Source: an optimization exercise on an open RTL-to-GDS flow (aim: small area, a short achievable clock period and few clock cycles per item). Production flows keep margins and buffers that such runs may drop.
In this exercise RTL edits were held to simulation tests only and were not proved equivalent to the original.
Power figures rest on the tool's default switching activity, not on a simulated workload.

==> flow/design.v, too long to show whole: its modules and the start of the top module <==
// module ce_mac: 1738 lines
// module ce_fa: 4 lines
// module ce_ha: 4 lines
module ce_mac (
    input  wire        clk,
    input  wire        rst,         
    input  wire        in_valid,
    output wire        in_ready,
    input  wire [1:0]  in_op,
    input  wire [31:0] in_mant,     
    input  wire [5:0]  in_shift,    
    input  wire [31:0] in_x,        
    input  wire [4:0]  in_osh,      
    output reg         out_valid,
    output reg  [31:0] out_y,
    output reg         out_sat
);
  // ...
==> flow/flow/run.sh <==
#!/bin/bash
set -euo pipefail
MARGIN=$(cat flow/margin.txt)
bash standard.sh synth > log_synth.txt 2>&1
bash standard.sh SETUP_SLACK_MARGIN=$MARGIN MATCH_CELL_FOOTPRINT=0 \
  "BUFFER_PORTS_ARGS=-buffer_cell sky130_fd_sc_hd__buf_4" finish > log_layout.txt 2>&1
==> flow/flow/margin.txt <==
19.2
==> flow/standard.sh <==
#!/bin/bash
# synth_recipe.tcl (not shown) runs the flow's synth.tcl, then flattens the netlist and writes it again
# the make line also repeats each setting of config.mk as NAME=value (left out here)
make -C /OpenROAD-flow-scripts/flow DESIGN_CONFIG=/design/flow/config.mk WORK_HOME=/design/flow/orfs CLKGATE_MAP_FILE= SYNTH_SCRIPT=/design/flow/synth_recipe.tcl "${@:-finish}"
==> flow/config.mk <==
export PLATFORM = sky130hd
export DESIGN_NAME = ce_mac
export DESIGN_NICKNAME = ce_mac
export VERILOG_FILES = /design/flow/design.v
export SDC_FILE = /design/flow/constraint.sdc
export NUM_CORES = 4
export LEC_CHECK = 0
export ABC_AREA = 1
export CAP_MARGIN = 20
export CORE_MARGIN = 2
export CORE_UTILIZATION = 50
export SLEW_MARGIN = 20
export SYNTH_HIERARCHICAL = 1
==> flow/constraint.sdc <==
create_clock -name core_clock -period 25.0 [get_ports {clk}]
set_input_delay 5.0000 -clock core_clock [delete_from_list [all_inputs] [get_ports {clk}]]
set_output_delay 5.0000 -clock core_clock [all_outputs]
set_load 0.01 [all_outputs]
==> impl_metrics.py, run 1 <==
metrics = {
    "sta": {
        "worst-slew-pin-transition_ns": 1.09,
        "period_share_pct": 24.5,
        "post-route-worst-setup-slack_ns": 18.88,
        "clock.fmax_ghz": 0.163,
    },
    "cells_and_area": {
        "inverters": 423,
        "seqCellArea_um2": 8820,
        "n_fill_cell": 8728,
        "nets": 6349,
        "signal_buffers": 231,
        "nClkBuffers": 60,
    },
    "synthesis": {
        "synth_edf_count": 0,
        "synth_top_area_share_pct": 22.3,
        "synth_ff_type": "dfxtp_1",
        "syn_area_per_cell_um2": 7.97,
        "synth_largest_area_cell": "fa_1",
        "synth.most_common_cell": "nand2_1",
        "synth-seq-area-share_pct": 19.2,
    },
    "route": {
        "vias_per_cell": 6.11,
        "wl_met1_um": 63500,
        "route.antenna.remaining_nets": 0,
        "drt_iter0_drc": 4281,
    },
    "die": {
        "chipHeight_um": 306,
        "die_x_um": 306,
    },
    "power_and_ir_drop": {
        "swShare_pct": 49.4,
        "vdd_drop_max_v": 0.0000724,
        "pg_clk_w": 0.000783,
    },
    "worst_hold_path": {
        "hold_depth": 0,
        "hold-path-endpoint": "op2[0]",
    },
    "clock_network": {
        "cts_root_buffer": "clkbuf_16",
        "cts_setup_buffers": 6,
        "numCtsBuffers": 52,
        "htree_levels": 2,
    },
    "job": {
        "drv_cap": 0,
    },
    "setup_path": {
        "critPathRequiredTime_ns": 20.00,
        "crit_family": "flip-flops",
        "crit_fanout": 1,
        "cp.depth": 1,
        "critPathSlowestCell": "dfxtp_2",
        "crit_buf_inv": 1,
    },
    "placed_design": {
        "gp_congestion": 0.976,
    },
    "status": {
        "outcome": "complete, no violations",
    },
    "global_route": {
        "grt_pass1_wl_um": 247000,
        "grt_max_degree": 85,
    },
}
Testbench counts, summed over its fixed seeds: cycles 24,081, items 24,049.
==> run 2: changes to the inputs <==
--- a/flow/config.mk
+++ b/flow/config.mk
@@ -10,3 +10,3 @@
 export CORE_MARGIN = 2
-export CORE_UTILIZATION = 50
+export CORE_UTILIZATION = 65
 export SLEW_MARGIN = 20
==> run 2 against run 1 <==
Still clean. Clock power is 4.9% lower. Global-route usage grew 10 points. Worst hold slack improved by 0.012 ns.
==> impl_metrics.py, run 2 <==
metrics = {
    "placed_design": {
        "gp_congestion": 1.02,
        "post-dp-hpwl_um": 111000,
        "io_buffers": 113,
        "dp_cells": 6424,
    },
    "die": {
        "core_um2": 69700,
        "chipHeight_um": 269,
        "start_util_pct": 65.3,
        "io_pins": 115,
        "placementRows": 97,
        "dieArea_um2": 72200,
        "die_x_um": 269,
    },
    "global_route": {
        "grt_pass1_wl_um": 244000,
        "overflow": 0,
        "grt_pass1_vias": 41900,
        "antenna_found_initial": 4,
        "grt_max_degree": 81,
        "track_usage_pct": 44.4,
    },
    "cells_and_area": {
        "fin_cells": 6535,
        "n_fill_cell": 5909,
        "layout_common_cells": "nand2_1 (991), xor2_1 (557), fa_1 (506), o22ai_1 (504), nand3_1 (435)",
        "nets": 6350,
        "final_common_cell": "nand2_1",
        "multiInputGateArea_um2": 33500,
        "drive_above_1_share_pct": 8.80,
        "seqCellArea_um2": 8820,
        "syn2layout_area_growth_pct": 7.16,
    },
    "route": {
        "drt_iter0_drc": 5934,
        "vias": 43000,
        "wl_per_cell_um": 24.8,
        "first_pass_iters": 8,
        "wirelength_um": 162000,
        "drc_errors": 0,
        "route.antenna.remaining_nets": 0,
        "vias_per_cell": 6.58,
    },
    "power_and_ir_drop": {
        "pwr-share-comb_pct": 64.5,
        "swShare_pct": 49.9,
        "internal-power_w": 0.00278,
        "power_w": 0.00555,
        "power.density_nw_per_um2": 114,
        "vdd_drop_max_v": 0.0000645,
        "clock_power_share_pct": 13.4,
        "p_switching_w": 0.00277,
        "seqPwrFrac_pct": 22.1,
        "p_leak_nw": 22.4,
    },
    "worst_hold_path": {
        "hold_path.class": "flip-flop to flip-flop",
    },
    "sta": {
        "period_share_pct": 24.3,
        "setup_viol": 0,
        "worst-slew-pin-transition_ns": 1.06,
        "holdWs_ns": 0.339,
        "slew_violations": 0,
        "clock_skew_ns": 0.0217,
        "rsz0062_at_grt": "yes",
        "fin_tns_setup_ns": 0,
        "fin_crit_ns": 6.07,
        "clock.fmax_ghz": 0.165,
        "slew_headroom_pct": 28.8,
        "finalHoldViolations": 0,
    },
    "clock_network": {
        "path_clk_slew_ns": 0.06,
        "clock_latency_ns": 0.64,
        "cts_tree": "done",
        "cts.sinks": 437,
        "cts_root_buffer": "clkbuf_16",
        "cts_hold_buf": 0,
        "htree_levels": 2,
        "clockBufferDepth": 3,
        "numCtsBuffers": 50,
    },
    "setup_path": {
        "crit_type": "flip-flop to output pin",
        "critPathRequiredTime_ns": 20.00,
        "worst_setup_path_end_kind": "output pin",
        "crit_fanout": 1,
        "slowest_delay_ns": 0.32,
        "critPathSlowestCell": "dfxtp_2",
        "crit_family": "flip-flops",
        "crit_buf_inv": 1,
        "arrival_ns": 1.07,
        "cp-start-kind": "flip-flop",
        "path_cells": "buf_6",
    },
    "synthesis": {
        "synthCells": 5713,
        "netlist_area_um2": 45500,
        "synth_top_area_share_pct": 22.3,
        "async_reset_ff_share_pct": 0,
        "yosys_warnings": 7,
        "ys_types": 59,
        "synth_ff_type": "dfxtp_1",
        "synthTopCellsByCount": "nand2_1 (1003), xor2_1 (558), fa_1 (507)",
        "ys_top_cells_by_area": "fa_1 (22%), dfxtp_1 (19%), xor2_1 (11%)",
        "synth-seq-area-share_pct": 19.2,
        "synth_largest_area_cell": "fa_1",
        "synth_edf_count": 0,
        "syn_area_per_cell_um2": 7.97,
        "ys_ff_latch": 437,
        "synth.most_common_cell": "nand2_1",
    },
    "status": {
        "outcome": "complete, no violations",
    },
    "job": {
        "drv_cap": 0,
    },
}
==> run 2: cell counts after synthesis <==
No cell type changed its count.
==> run 2: cells by family (layout without fill, tap and decap cells) <==
family / after synthesis / in the layout / synth area share [%]
AO/OA/AOI/OAI: 1238 / 1238 / 15.8
XOR/XNOR: 607 / 607 / 11.7
adder cells (fa/ha/maj): 716 / 716 / 28.0
buffers and inverters: 887 / 749 / 7.66
flip-flops: 437 / 437 / 19.2
multiplexers: 30 / 30 / 0.701
other: 1 / 18 / 0.00824
AND/OR/NAND/NOR: 1797 / 1800 / 16.9
==> run 2: per-stage QoR <==
| stage | instance area (um^2) | utilization, % | setup WS (ns) |
|---|---|---|---|
| after floorplan | 45600 | - | 19.56 |
| after global placement | 46600 | 66.8 | 17.50 |
| after detailed placement | 46600 | 66.8 | 17.38 |
| after CTS | 48500 | 69.7 | 18.91 |
| after global routing | 48800 | 70.0 | 18.91 |
| final | 48800 | 70.0 | 18.93 |
==> run 2: Yosys stat by module, one instance, submodules excluded <==
module	cell area [um^2]	copies in the design
ce_fa	20.0	435
ce_ha	12.5	45
ce_mac	36200	1
==> run 2: power groups by stage <==
stage | Sequential (W) | Combinational [W] | Clock [W]
2_1_floorplan | 0.00114 | 0.00233 | 0
3_3_place_gp | 0.00120 | 0.00337 | 0
3_5_place_dp | 0.00121 | 0.00344 | 0
4_1_cts | 0.00120 | 0.00348 | 0.000750
5_1_grt | 0.00125 | 0.00394 | 0.000775
6_report | 0.00123 | 0.00358 | 0.000745
==> run 2: final timing paths <==
| path | slack (ns) | from | endpoint | cells after the start |
|---|---|---|---|---|
| hold reg to reg | 0.34 | op1[0] | op2[0] | 0 |
| setup / recovery | 18.93 | out_y[31] | out_y[31] | 1 |
| hold / removal | 0.34 | op1[0] | op2[0] | 0 |
| setup reg to reg | 19.36 | mv0 | cpa_b[39] | 12 |
==> run 2: area by class of cell <==
type | count | area share [%]
Sequential cell | 437 | 18.1
Clock inverter | 24 | 0.482
Clock buffer | 68 | 2.95
Inverter | 423 | 3.29
Antenna cell | 1 | 0.00513
Timing Repair Buffer | 234 | 4.01
Tap cell | 940 | 2.41
Multi-Input combinational cell | 4408 | 68.8
==> run 2: layer usage <==
| layer | vias to the layer above | GRT usage, % | routed length (um) |
|---|---|---|---|
| met3 | 907 | 14.8 | 20300 |
| li1 | 18800 | - | - |
| met4 | 4 | 29.0 | 13000 |
| met1 | 20100 | 52.6 | 57400 |
| met5 | - | 0.405 | 51 |
| met2 | 3214 | 68.9 | 71200 |
==> run 2: timing repair <==
item | CTS | global route
gates cloned | 0 | 3
resized for setup | 71 | 51
setup buffers | 9 | 4
setup endpoints to repair | 211 | 235
pin swaps | 1 | 4
==> run 3: changes to the inputs <==
--- a/flow/config.mk
+++ b/flow/config.mk
@@ -10,3 +10,5 @@
 export CORE_MARGIN = 2
-export CORE_UTILIZATION = 65
+export CORE_UTILIZATION = 50
+export CTS_CLUSTER_DIAMETER = 120
+export CTS_CLUSTER_SIZE = 22
 export SLEW_MARGIN = 20
==> run 3 against run 2 <==
Sequential power barely moved. Global-route usage fell by 11 points. First-iteration DRC count fell by 27%. Clock power fell by about 30%. Combinational power fell by 1%. Count of clock-buffer cells in the layout fell by 38. Highest routed layer is now met4. Worst setup slack got worse by 0.059 ns.
==> impl_metrics.py, run 3 <==
metrics = {
    "synthesis": {
        "synthTopCellsByCount": "nand2_1 (1003), xor2_1 (558), fa_1 (507)",
        "synth_edf_count": 0,
        "async_reset_ff_share_pct": 0,
        "synth.most_common_cell": "nand2_1",
        "synthCells": 5713,
        "yosys_warnings": 7,
        "netlist_area_um2": 45500,
        "ys_top_cells_by_area": "fa_1 (22%), dfxtp_1 (19%), xor2_1 (11%)",
        "synth-seq-area-share_pct": 19.2,
        "synth_ff_type": "dfxtp_1",
        "syn_area_per_cell_um2": 7.97,
        "ys_ff_latch": 437,
        "synth_top_area_share_pct": 22.3,
        "ys_types": 59,
        "synth_largest_area_cell": "fa_1",
    },
    "global_route": {
        "antenna_found_initial": 1,
        "grt_max_degree": 85,
        "grt_pass1_vias": 41400,
        "grt_pass1_wl_um": 246000,
        "overflow": 0,
        "track_usage_pct": 33.7,
    },
    "cells_and_area": {
        "syn2layout_area_growth_pct": 6.06,
        "fin_cells": 6717,
        "layout_common_cells": "nand2_1 (991), xor2_1 (557), fa_1 (506), o22ai_1 (504), nand3_1 (437)",
        "fin_util_pct": 53.5,
        "n_fill_cell": 8808,
        "final_common_cell": "nand2_1",
        "antenna_cells": 0,
        "drive_above_1_share_pct": 8.01,
        "nets": 6327,
        "fin_area_um2": 48300,
    },
    "sta": {
        "rsz0062_at_grt": "yes",
        "fin_crit_ns": 6.13,
        "slew_violations": 0,
        "setup_viol": 0,
        "slew_headroom_pct": 25.4,
        "period_share_pct": 24.5,
        "finalHoldViolations": 0,
        "worst-slew-pin-transition_ns": 1.12,
        "fin_tns_setup_ns": 0,
        "clock_skew_ns": 0.0292,
        "clock.fmax_ghz": 0.163,
    },
    "setup_path": {
        "crit_type": "flip-flop to output pin",
        "critPathRequiredTime_ns": 20.00,
        "cp-start-kind": "flip-flop",
        "crit_family": "flip-flops",
        "worst_setup_path_end_kind": "output pin",
        "crit_fanout": 1,
        "path_cells": "buf_6",
        "critPathSlowestCell": "dfxtp_2",
        "slowest_delay_ns": 0.37,
        "crit_buf_inv": 1,
        "arrival_ns": 1.13,
    },
    "clock_network": {
        "path_clk_slew_ns": 0.09,
        "clock_latency_ns": 0.66,
        "htree_levels": 1,
        "cts_root_buffer": "clkbuf_16",
        "cts.sinks": 437,
        "numCtsBuffers": 29,
        "cts_tree": "done",
        "cts_hold_buf": 0,
        "clockBufferDepth": 3,
    },
    "placed_design": {
        "place_area_um2": 46800,
        "gp_congestion": 0.976,
        "io_buffers": 113,
        "post-dp-hpwl_um": 113000,
        "dp_cells": 6658,
    },
    "route": {
        "dr_wl_met3_um": 13800,
        "vias_per_cell": 6.13,
        "first_pass_iters": 7,
        "top_layer": "met4",
        "wl_met2_um": 74400,
        "wl_per_cell_um": 23.9,
        "drc_errors": 0,
        "vias": 41100,
        "drt_iter0_drc": 4355,
        "route.antenna.remaining_nets": 0,
        "wirelength_um": 161000,
        "wl_met1_um": 63900,
    },
    "die": {
        "chipHeight_um": 306,
        "io_pins": 115,
        "core_um2": 90100,
        "dieArea_um2": 93500,
        "start_util_pct": 50.5,
        "die_x_um": 306,
        "placementRows": 110,
    },
    "job": {
        "drv_cap": 0,
    },
    "status": {
        "outcome": "complete, no violations",
    },
    "power_and_ir_drop": {
        "vdd_drop_max_v": 0.0000660,
        "power_w": 0.00526,
        "power.density_nw_per_um2": 109,
        "p_leak_nw": 22.0,
    },
    "worst_hold_path": {
        "hold_path.class": "flip-flop to flip-flop",
    },
}
-- run 3: final timing paths --
| check | end | startpoint | slack [ns] | cells past startpoint |
|---|---|---|---|---|
| max | out_sat | out_sat | 18.87 | 1 |
| min | op2[0] | op1[0] | 0.33 | 0 |
| max reg2reg | out_y[30] | osh2[1] | 19.47 | 27 |
| min reg2reg | op2[0] | op1[0] | 0.33 | 0 |
-- run 3: power breakdown --
| part | switching, W | leakage [nW] | internal, W |
|---|---|---|---|
| clock network | 0.000284 | 0.450 | 0.000235 |
| registers | 0.000185 | 3.68 | 0.00101 |
| logic | 0.00221 | 17.9 | 0.00133 |
| total | 0.00268 | 22.0 | 0.00258 |
-- run 3: logic make-up after synthesis --
family | after synthesis | synth area share [%]
compound gates | 1238 | 15.8
flops | 437 | 19.2
simple gates | 1797 | 16.9
fa+ha+maj | 716 | 28.0
other cells | 1 | 0.00824
xor+xnor | 607 | 11.7
mux | 30 | 0.701
buf+inv | 887 | 7.66
-- run 3: metal layers --
metal,track usage (%),up-vias
met5,0,-
met4,15.9,0
met3,6.24,522
met2,55.7,2216
met1,42.7,19700
li1,-,18800
-- run 3: final cells by class --
cell class	instances	area, um^2	area share [%]
flip-flops and latches	437	8820	18.3
multi-input cells	4408	33500	69.4
repair buffers	232	1930	4.00
inverters	423	1610	3.33
clock buffers	30	739	1.53
clock inverters	11	186	0.386
well taps	1176	1470	3.05
-- run 3: metrics by stage --
stage / setup WS, ns / hold slack (ns)
after floorplan: 19.56 / 0.310
after global placement: 17.36 / 0.311
after detailed placement: 17.36 / 0.313
after CTS: 18.84 / 0.335
after global routing: 18.84 / 0.353
final: 18.87 / 0.333
-- run 3: Yosys stat by module (local to each module, per instance) --
module / cell area (um^2) / cells inside / times used / flops+latches
ce_mac: 36200 / 5233 / 1 / 437
ce_fa: 20.0 / 1 / 435 / 0
ce_ha: 12.5 / 1 / 45 / 0
-- run 3: repair_timing --
| action | 4_1_cts | 5_1_grt |
|---|---|---|
| setup buffers | 7 | 8 |
| resized for setup | 79 | 40 |
| endpoints found under the setup margin | 235 | 236 |
| cloned | 0 | 3 |
| pin swaps | 2 | 4 |
==> run 4: changes to the inputs <==
--- a/flow/config.mk
+++ b/flow/config.mk
@@ -8,8 +8,8 @@
 export ABC_AREA = 1
-export CAP_MARGIN = 20
+export CAP_MARGIN = 0
 export CORE_MARGIN = 2
-export CORE_UTILIZATION = 50
+export CORE_UTILIZATION = 65
 export CTS_CLUSTER_DIAMETER = 120
 export CTS_CLUSTER_SIZE = 22
-export SLEW_MARGIN = 20
+export SLEW_MARGIN = 0
 export SYNTH_HIERARCHICAL = 1
==> run 4 against run 3 <==
Count of clock-buffer cells in the layout shrank 4. Worst setup slack improved by 0.085 ns. Synthesized cell count unchanged. Critical endpoint is now out_y[31]. Largest cell class unchanged. Core utilization rose by 15 points. Sequential share of layout area increased by 0.19 points. Worst hold slack improved by 0.0092 ns. Global-route usage up 10 points. Wire length is essentially flat. Clock skew about the same. Critical path depth is the same. Largest power group unchanged. Critical path type unchanged.
==> impl_metrics.py, run 4 <==
metrics = {
    "status": {
        "outcome": "complete, no violations",
    },
    "synthesis": {
        "synth_largest_area_cell": "fa_1",
        "synthCells": 5713,
        "syn_area_per_cell_um2": 7.97,
        "synth.most_common_cell": "nand2_1",
        "netlist_area_um2": 45500,
        "yosys_warnings": 7,
        "synth_ff_type": "dfxtp_1",
        "ys_ff_latch": 437,
        "synth_edf_count": 0,
        "synth_top_area_share_pct": 22.3,
        "async_reset_ff_share_pct": 0,
        "synth-seq-area-share_pct": 19.2,
        "ys_types": 59,
        "synthTopCellsByCount": "nand2_1 (1003), xor2_1 (558), fa_1 (507)",
        "ys_top_cells_by_area": "fa_1 (22%), dfxtp_1 (19%), xor2_1 (11%)",
    },
    "cells_and_area": {
        "fin_cells": 6475,
        "nets": 6324,
        "final_common_cell": "nand2_1",
        "syn2layout_area_growth_pct": 4.96,
        "multiInputGateArea_um2": 33500,
        "fin_util_pct": 68.6,
        "n_fill_cell": 6047,
        "seqCellArea_um2": 8820,
        "drive_above_1_share_pct": 7.81,
        "layout_common_cells": "nand2_1 (992), xor2_1 (557), fa_1 (506), o22ai_1 (504), nand3_1 (436)",
        "fin_area_um2": 47800,
    },
    "setup_path": {
        "worstReg2RegStart": "mv0",
        "critical_path.startpoint": "out_y[31]",
        "arrival_ns": 1.05,
        "crit_buf_inv": 1,
        "slowest_delay_ns": 0.33,
        "cp.depth": 1,
        "critPathRequiredTime_ns": 20.00,
        "crit_fanout": 1,
        "worstRegToRegCells": 12,
        "crit_family": "flip-flops",
        "crit_type": "flip-flop to output pin",
        "worst_setup_path_end_kind": "output pin",
        "critPathSlowestCell": "dfxtp_2",
        "r2r-end": "cpa_b[39]",
        "reg2reg_slack_ns": 19.38,
        "cp-start-kind": "flip-flop",
        "worstSetupEndpoint": "out_y[31]",
        "path_cells": "buf_6",
    },
    "sta": {
        "period_share_pct": 24.2,
        "setup_viol": 0,
        "rsz0062_at_grt": "yes",
        "fin_crit_ns": 6.05,
        "slew_violations": 0,
        "finalHoldViolations": 0,
        "clock.fmax_ghz": 0.165,
        "clock_skew_ns": 0.0289,
        "fin_tns_setup_ns": 0,
        "slew_headroom_pct": 30.6,
        "worst-slew-pin-transition_ns": 1.04,
    },
    "global_route": {
        "grt_pass1_vias": 41700,
        "track_usage_pct": 44.0,
        "antenna_found_initial": 6,
        "overflow": 0,
        "grt_max_degree": 81,
        "grt_pass1_wl_um": 243000,
    },
    "die": {
        "placementRows": 97,
        "chipHeight_um": 269,
        "start_util_pct": 65.3,
        "core_um2": 69700,
        "io_pins": 115,
        "dieArea_um2": 72200,
        "die_x_um": 269,
    },
    "worst_hold_path": {
        "hold_path.class": "flip-flop to flip-flop",
    },
    "placed_design": {
        "post-dp-hpwl_um": 111000,
        "gp_congestion": 1.02,
        "dp_cells": 6424,
        "place_area_um2": 46600,
        "io_buffers": 113,
    },
    "clock_network": {
        "numCtsBuffers": 25,
        "cts_hold_buf": 0,
        "clock_latency_ns": 0.62,
        "cts_root_buffer": "clkbuf_16",
        "htree_levels": 1,
        "path_clk_slew_ns": 0.09,
        "cts_tree": "done",
        "cts.sinks": 437,
        "clockBufferDepth": 3,
    },
    "route": {
        "first_pass_iters": 8,
        "wirelength_um": 161000,
        "wl_per_cell_um": 24.8,
        "drc_errors": 0,
        "route.antenna.remaining_nets": 0,
        "vias": 42800,
        "drt_iter0_drc": 5741,
        "vias_per_cell": 6.61,
    },
    "job": {
        "drv_cap": 0,
    },
    "power_and_ir_drop": {
        "p_leak_nw": 21.9,
        "power.density_nw_per_um2": 110,
        "vdd_drop_max_v": 0.0000698,
    },
}
-- run 4: cell counts after synthesis --
No cell type changed its count.
-- run 4: cell type report --
type	instances	area share, %
multi-input cells	4407	70.1
flip-flops and latches	437	18.5
repair buffers	234	4.12
inverters	423	3.36
well taps	940	2.46
clock buffers	26	1.32
clock inverters	5	0.126
diodes	3	0.0157
-- run 4: how the worst min path moves through the flow --
stage,start,depth (start not counted),end
floorplan,op1[0],0,op2[0]
global placement,op1[0],0,op2[0]
detailed placement,op1[0],0,op2[0]
CTS,op1[0],0,op2[0]
global route,op1[0],0,op2[0]
finish,op1[0],0,op2[0]
-- run 4: report_power, final --
| part | total (W) | internal [W] | switching (W) |
|---|---|---|---|
| combinational | 0.00358 | 0.00134 | 0.00224 |
| clock | 0.000433 | 0.000184 | 0.000249 |
| sequential | 0.00122 | 0.00101 | 0.000207 |
-- run 4: cell families (layout without fill, tap and decap cells) --
group                      count (synthesis)  after routing  synth area share, %
AOI/OAI and AO/OA                       1238           1238                 15.8
muxes                                     30             30                0.701
and+or+nand+nor                         1797           1799                 16.9
xor gates and xnor gates                 607            607                 11.7
buffers and inverters                    887            688                 7.66
other                                      1             20              0.00824
adders and majority gates                716            716                 28.0
DFF                                      437            437                 19.2
-- run 4: metrics by stage --
stage | worst slack (ns) | hold slack (ns) | power [W]
CTS | 18.94 | 0.346 | 0.00511
floorplan | 19.56 | 0.310 | 0.00347
global route | 18.93 | 0.357 | 0.00565
finish | 18.95 | 0.342 | 0.00524
global placement | 17.50 | 0.310 | 0.00457
detailed placement | 17.38 | 0.327 | 0.00465
-- run 4: layer usage --
| metal | vias to the layer above | track usage [%] | routed length, um |
|---|---|---|---|
| li1 | 18700 | - | - |
| met1 | 20000 | 52.5 | 56900 |
| met2 | 3139 | 68.3 | 70800 |
| met3 | 895 | 14.5 | 20100 |
| met4 | 6 | 28.3 | 12800 |
| met5 | - | 0.405 | 67 |
-- run 4: per-module statistics from Yosys (local to each module, per instance) --
module | area [um^2] | copies in the design
ce_fa | 20.0 | 435
ce_mac | 36200 | 1
ce_ha | 12.5 | 45
-- run 4: what timing repair did --
item,4_1_cts,5_1_grt
gates cloned,0,2
pin swaps,1,4
endpoints found under the setup margin,211,237
buffers inserted,9,6
resized for setup,71,47
==> run 5: changes to the inputs <==
==> flow/flow/margin.txt (replaced) <==
19.0
==> run 5 against run 4 <==
Non-clock buffer count down 1. Worst setup slack better by 0.0034 ns. Total power down 0.21%. Synthesized cell count unchanged. Clock power about the same. Flip-flop and latch count unchanged. Count of clock-buffer cells in the layout unchanged. Largest power group unchanged. Fmax about the same. Critical endpoint unchanged. Via count up 0.28%.
==> impl_metrics.py, run 5 <==
metrics = {
    "route": {
        "vias": 42900,
        "drt_iter0_drc": 5922,
        "drc_errors": 0,
        "wl_per_cell_um": 24.8,
        "first_pass_iters": 9,
        "wirelength_um": 161000,
        "route.antenna.remaining_nets": 0,
        "vias_per_cell": 6.63,
    },
    "synthesis": {
        "synthTopCellsByCount": "nand2_1 (1003), xor2_1 (558), fa_1 (507)",
        "synth_top_family_by_area": "adder cells",
        "async_reset_ff_share_pct": 0,
        "synth-seq-area-share_pct": 19.2,
        "synth_xor_area_share_pct": 11.7,
        "ys_ff_latch": 437,
        "synth.most_common_cell": "nand2_1",
        "synth_largest_area_cell": "fa_1",
        "synthCells": 5713,
        "ys_top_cells_by_area": "fa_1 (22%), dfxtp_1 (19%), xor2_1 (11%)",
        "synth-simple-area-share_pct": 16.9,
        "synth_top_area_share_pct": 22.3,
        "netlist_area_um2": 45500,
        "ys_types": 59,
        "yosys_warnings": 7,
        "synth_fa_ha_area_share_pct": 28.0,
        "synth_edf_count": 0,
        "synth_compound_area_share_pct": 15.8,
        "syn_area_per_cell_um2": 7.97,
        "synth_ff_type": "dfxtp_1",
        "synth_mux_area_share_pct": 0.701,
    },
    "cells_and_area": {
        "drive_above_1_share_pct": 7.74,
        "nets": 6323,
        "final_common_cell": "nand2_1",
        "syn2layout_area_growth_pct": 4.83,
        "layout_common_cells": "nand2_1 (991), xor2_1 (557), fa_1 (506), o22ai_1 (504), nand3_1 (436)",
        "fin_util_pct": 68.5,
    },
    "die": {
        "die_x_um": 269,
        "chipHeight_um": 269,
        "start_util_pct": 65.3,
        "io_pins": 115,
        "core_um2": 69700,
        "placementRows": 97,
        "dieArea_um2": 72200,
    },
    "power_and_ir_drop": {
        "seqPwrFrac_pct": 23.4,
        "internal-power_w": 0.00253,
        "pwr-share-comb_pct": 68.3,
        "power_w": 0.00522,
        "p_leak_nw": 21.9,
        "vdd_drop_max_v": 0.0000699,
        "p_switching_w": 0.00269,
        "swShare_pct": 51.5,
        "clock_power_share_pct": 8.3,
        "power.density_nw_per_um2": 110,
    },
    "sta": {
        "period_share_pct": 24.2,
        "worst-slew-pin-transition_ns": 1.09,
        "slew_violations": 0,
        "slew_headroom_pct": 27.1,
        "finalHoldViolations": 0,
        "clock.fmax_ghz": 0.165,
        "setup_viol": 0,
        "fin_tns_setup_ns": 0,
        "clock_skew_ns": 0.0233,
        "rsz0062_at_grt": "yes",
        "fin_crit_ns": 6.04,
    },
    "setup_path": {
        "critPathSlowestCell": "dfxtp_2",
        "arrival_ns": 1.04,
        "slowest_delay_ns": 0.33,
        "cp-start-kind": "flip-flop",
        "reg2reg_slack_ns": 19.18,
        "critPathRequiredTime_ns": 20.00,
        "worstReg2RegStart": "mv0",
        "worstRegToRegCells": 12,
        "crit_family": "flip-flops",
        "crit_type": "flip-flop to output pin",
        "path_cells": "buf_6",
        "crit_fanout": 1,
        "crit_buf_inv": 1,
        "worst_setup_path_end_kind": "output pin",
        "r2r-end": "cpa_b[39]",
    },
    "global_route": {
        "overflow": 0,
        "grt_pass1_wl_um": 242000,
        "grt_pass1_vias": 41700,
        "track_usage_pct": 43.9,
        "grt-busiest-layer": "met2",
        "grt_util_met3_pct": 14.1,
        "grt_use_met2_pct": 68.6,
        "antenna_found_initial": 5,
        "grt_max_degree": 81,
        "grtUsageMet1_pct": 52.5,
    },
    "clock_network": {
        "cts_root_buffer": "clkbuf_16",
        "htree_levels": 1,
        "cts_tree": "done",
        "cts.sinks": 437,
        "clock_latency_ns": 0.61,
        "path_clk_slew_ns": 0.08,
        "numCtsBuffers": 25,
        "clockBufferDepth": 3,
        "cts_hold_buf": 0,
    },
    "status": {
        "outcome": "complete, no violations",
    },
    "worst_hold_path": {
        "hold-path-endpoint": "op2[0]",
        "hp-start": "op1[0]",
        "hold_depth": 0,
        "hold_path.class": "flip-flop to flip-flop",
    },
    "placed_design": {
        "post-dp-hpwl_um": 111000,
        "io_buffers": 113,
        "gp_congestion": 1.02,
    },
    "job": {
        "drv_cap": 0,
    },
}
## run 5: worst max path at each step
stage	cells past startpoint	slack (ns)	startpoint	endpoint
after CTS	1	18.94	out_y[31]	out_y[31]
after floorplan	3	19.56	in_x[20]	btwo[10]
after global routing	1	18.93	out_y[4]	out_y[4]
after global placement	29	17.50	cpa_a[3]	t2[68]
after detailed placement	29	17.38	cpa_a[3]	t2[75]
final	1	18.96	out_y[31]	out_y[31]
## run 5: kinds of logic (layout without fill, tap and decap cells)
logic type               after synthesis  count (layout)
AND/OR/NAND/NOR                     1797            1799
AO/OA/AOI/OAI                       1238            1238
buffers and inverters                887             687
adder cells (fa/ha/maj)              716             716
XOR/XNOR                             607             607
flip-flops                           437             437
multiplexers                          30              30
other                                  1              18
## run 5: layout make-up
| cell class | instances | area [um^2] |
|---|---|---|
| Antenna cell | 1 | 2.50 |
| Inverter | 423 | 1600 |
| Clock inverter | 5 | 60.1 |
| Timing Repair Buffer | 233 | 1930 |
| Clock buffer | 26 | 629 |
| Multi-Input combinational cell | 4407 | 33500 |
| Fill cell | 6056 | 22000 |
| Sequential cell | 437 | 8820 |
| Tap cell | 940 | 1180 |
## run 5: timing repair
item	CTS	global route
cloned	0	2
pin swaps	1	3
gates resized for setup	66	43
setup buffers	7	7
setup endpoints to repair	208	216
## run 5: modules after synthesis, one instance, submodules excluded
module / flops+latches / times used
ce_fa: 0 / 435
ce_ha: 0 / 45
ce_mac: 437 / 1
## run 5: layer usage
layer	vias to the layer above	share of wire, %
li1	18700	-
met1	20100	36
met2	3211	44
met3	901	12
met4	6	7.7
met5	-	0.042
## run 5: power groups by stage
| stage | Sequential, W | Clock [W] | Combinational [W] |
|---|---|---|---|
| 4_1_cts | 0.00120 | 0.000438 | 0.00347 |
| 3_5_place_dp | 0.00121 | 0 | 0.00344 |
| 2_1_floorplan | 0.00114 | 0 | 0.00233 |
| 3_3_place_gp | 0.00120 | 0 | 0.00337 |
| 5_1_grt | 0.00124 | 0.000459 | 0.00394 |
| 6_report | 0.00122 | 0.000433 | 0.00357 |
## run 5: per-stage QoR
step,setup slack [ns],hold WS (ns),cell area [um^2],cells
finish,18.96,0.343,47700,6472
global route,18.93,0.357,47700,6472
CTS,18.94,0.346,47500,6462
detailed placement,17.38,0.327,46600,6424
global placement,17.50,0.310,46600,6424
floorplan,19.56,0.310,45600,5729
==> run 6: changes to the inputs <==
--- a/flow/config.mk
+++ b/flow/config.mk
@@ -10,3 +10,3 @@
 export CORE_MARGIN = 2
-export CORE_UTILIZATION = 65
+export CORE_UTILIZATION = 70
 export CTS_CLUSTER_DIAMETER = 120
==> run 6 against run 5 <==
Sequential share of layout area up 0.050 points. Core utilization grew 5.4 points. Via count is 0.72% higher. Register-to-register slack hardly changed. Design area is 0.30% lower. Largest power group unchanged. Critical path type unchanged. Sequential power about the same. Clock power decreased by 2%. First-iteration DRC count increased by 10%.
==> impl_metrics.py, run 6 <==
metrics = {
    "placed_design": {
        "gp_congestion": 1.04,
        "place_area_um2": 46500,
        "dp_cells": 6341,
        "io_buffers": 113,
        "post-dp-hpwl_um": 109000,
        "post-place-ws_ns": 17.49,
    },
    "setup_path": {
        "crit_fanout": 1,
        "critPathRequiredTime_ns": 20.00,
        "crit_family": "flip-flops",
        "slowest_delay_ns": 0.36,
        "worst_setup_path_end_kind": "output pin",
        "critPathSlowestCell": "dfxtp_2",
        "crit_buf_inv": 1,
        "path_cells": "buf_6",
        "cp-start-kind": "flip-flop",
        "arrival_ns": 1.07,
        "crit_type": "flip-flop to output pin",
    },
    "synthesis": {
        "synth_fa_ha_area_share_pct": 28.0,
        "synth_edf_count": 0,
        "async_reset_ff_share_pct": 0,
        "synth_xor_area_share_pct": 11.7,
        "synth_compound_area_share_pct": 15.8,
        "synth-simple-area-share_pct": 16.9,
        "yosys_warnings": 7,
        "ys_ff_latch": 437,
        "synth-seq-area-share_pct": 19.2,
        "synthTopCellsByCount": "nand2_1 (1003), xor2_1 (558), fa_1 (507)",
        "syn_area_per_cell_um2": 7.97,
        "ys_top_cells_by_area": "fa_1 (22%), dfxtp_1 (19%), xor2_1 (11%)",
        "synth_largest_area_cell": "fa_1",
        "synth_top_family_by_area": "adder cells",
        "synth_ff_type": "dfxtp_1",
        "synth.most_common_cell": "nand2_1",
        "netlist_area_um2": 45500,
        "synth_top_area_share_pct": 22.3,
        "synthCells": 5713,
        "synth_mux_area_share_pct": 0.701,
        "ys_types": 59,
    },
    "global_route": {
        "grt-busiest-layer": "met2",
        "antenna_found_initial": 4,
        "grt_max_degree": 90,
        "overflow": 0,
        "track_usage_pct": 46.1,
        "grtUsageMet1_pct": 53.8,
        "grt_util_met3_pct": 15.2,
        "grt_use_met2_pct": 71.6,
        "grt_pass1_vias": 42800,
        "grt_pass1_wl_um": 240000,
    },
    "route": {
        "drc_errors": 0,
        "route.antenna.remaining_nets": 0,
        "wl_per_cell_um": 24.7,
        "drt_iter0_drc": 6535,
        "wirelength_um": 158000,
        "vias": 43200,
        "first_pass_iters": 13,
        "vias_per_cell": 6.77,
    },
    "cells_and_area": {
        "antenna_cells": 0,
        "nets": 6322,
        "fin_area_um2": 47600,
        "final_common_cell": "nand2_1",
        "drive_above_1_share_pct": 7.61,
        "n_fill_cell": 5108,
        "syn2layout_area_growth_pct": 4.51,
        "fin_cells": 6384,
        "layout_common_cells": "nand2_1 (996), xor2_1 (558), fa_1 (506), o22ai_1 (504), nand3_1 (437)",
    },
    "die": {
        "core_um2": 64300,
        "start_util_pct": 70.7,
        "die_x_um": 259,
        "placementRows": 93,
        "io_pins": 115,
        "chipHeight_um": 259,
        "dieArea_um2": 67100,
    },
    "sta": {
        "slew_violations": 0,
        "setup_viol": 0,
        "holdWs_ns": 0.346,
        "finalHoldViolations": 0,
        "period_share_pct": 24.3,
        "fin_crit_ns": 6.07,
        "worst-slew-pin-transition_ns": 1.08,
        "clock_skew_ns": 0.0196,
        "slew_headroom_pct": 27.7,
        "fin_tns_setup_ns": 0,
        "rsz0062_at_grt": "yes",
        "post-route-worst-setup-slack_ns": 18.93,
        "clock.fmax_ghz": 0.165,
    },
    "clock_network": {
        "numCtsBuffers": 25,
        "path_clk_slew_ns": 0.09,
        "clockBufferDepth": 3,
        "cts_root_buffer": "clkbuf_16",
        "htree_levels": 1,
        "cts.sinks": 437,
        "cts_tree": "done",
        "clock_latency_ns": 0.61,
    },
    "power_and_ir_drop": {
        "vdd_drop_max_v": 0.0000843,
        "seqPwrFrac_pct": 23.2,
        "clock_power_share_pct": 8.1,
        "p_switching_w": 0.00270,
        "p_leak_nw": 21.9,
        "pwr-share-comb_pct": 68.7,
        "power.density_nw_per_um2": 110,
        "internal-power_w": 0.00253,
        "swShare_pct": 51.6,
    },
    "status": {
        "outcome": "complete, no violations",
    },
    "job": {
        "drv_cap": 0,
    },
    "worst_hold_path": {
        "hold_path.class": "flip-flop to flip-flop",
    },
}
run 6: cell types whose count changed in the layout (fill, tap and decap cells not counted), sizes merged:
cell      before   now
clkinv         9    10
clkinvlp       2     3
diode          1     0
inv          417   414
nand2       1011  1010
run 6: power by group through the flow:
stage	sequential (W)	combinational [W]	clock, W
finish	0.00121	0.00360	0.000426
global route	0.00123	0.00395	0.000453
CTS	0.00120	0.00348	0.000432
detailed placement	0.00121	0.00344	0
global placement	0.00120	0.00333	0
floorplan	0.00114	0.00233	0
run 6: kinds of logic (layout without fill, tap and decap cells):
| group | Yosys count | in the layout |
|---|---|---|
| AO/OA/AOI/OAI | 1238 | 1238 |
| XOR/XNOR | 607 | 607 |
| adder cells (fa/ha/maj) | 716 | 716 |
| buffers and inverters | 887 | 686 |
| flip-flops | 437 | 437 |
| multiplexers | 30 | 30 |
| other | 1 | 17 |
| AND/OR/NAND/NOR | 1797 | 1798 |
run 6: modules after synthesis, one instance, submodules excluded:
module | cells inside | flops+latches | cell area, um^2 | times used
ce_mac | 5233 | 437 | 36200 | 1
ce_ha | 1 | 0 | 12.5 | 45
ce_fa | 1 | 0 | 20.0 | 435
run 6: per-layer routing:
metal	wire [um]	up-vias
met3	20900	1066
met2	68900	3481
met5	31	-
met1	53800	20000
met4	13900	6
li1	-	18700
run 6: worst paths after layout:
check,from,to,slack [ns],cells past startpoint
max,out_y[0],out_y[0],18.93,1
min,op1[0],op2[0],0.35,0
max reg2reg,kill2,out_y[7],19.19,27
min reg2reg,op1[0],op2[0],0.35,0
run 6: through the flow:
step / power, W / util, %
finish: 0.00524 / 73.9
global route: 0.00564 / 73.9
CTS: 0.00511 / 73.7
detailed placement: 0.00464 / 72.2
global placement: 0.00453 / 72.2
floorplan: 0.00347 / -
run 6: area by class of cell:
class | count | area [um^2] | share of cell area [%]
clock buffers | 26 | 629 | 1.32
flip-flops and latches | 437 | 8820 | 18.5
repair buffers | 233 | 1920 | 4.03
clock inverters | 4 | 52.6 | 0.110
multi-input cells | 4406 | 33500 | 70.3
well taps | 855 | 1070 | 2.25
inverters | 423 | 1620 | 3.40
run 6: what timing repair did:
| item | CTS | global route |
|---|---|---|
| buffers inserted | 7 | 5 |
| hold buffers | 0 | 0 |
| cloned | 0 | 1 |
| pin swaps | 1 | 2 |
| gates resized for setup | 75 | 33 |
| endpoints found under the setup margin | 245 | 189 |

[afterwards: timing with drivers on the ports]
Ports are ideal in the flow. The routed layouts listed here were re-timed in OpenROAD. Step 1 (the two cells are an assumption about what drives the block):
set clk [get_ports {clk}]
set_driving_cell -lib_cell sky130_fd_sc_hd__clkbuf_16 $clk
set_driving_cell -lib_cell sky130_fd_sc_hd__buf_2 [delete_from_list [all_inputs] $clk]
Step 2 times the ports against the registers' clock, not the clock port: input delays grow and output delays shrink by t, the midpoint of the rising clock arrivals with the driver on. a / b / c = ideal / step 1 / step 2; a / b = the first two.
run	t, ns	setup slack, ns	hold slack, ns
run 1	0.721	18.876 / 18.806 / 19.349	0.328 / 0.328 / 0.328
run 2	0.703	18.926 / 18.853 / 19.331	0.339 / 0.339 / 0.339
run 3	0.722	18.868 / 18.796 / 19.362	0.333 / 0.333 / 0.333
run 4	0.673	18.952 / 18.885 / 19.312	0.342 / 0.342 / 0.342
run 5	0.671	18.956 / 18.888 / 19.183	0.343 / 0.343 / 0.343
run 6	0.661	18.932 / 18.867 / 19.192	0.346 / 0.346 / 0.346
After both steps setup and hold are still met in every run listed.
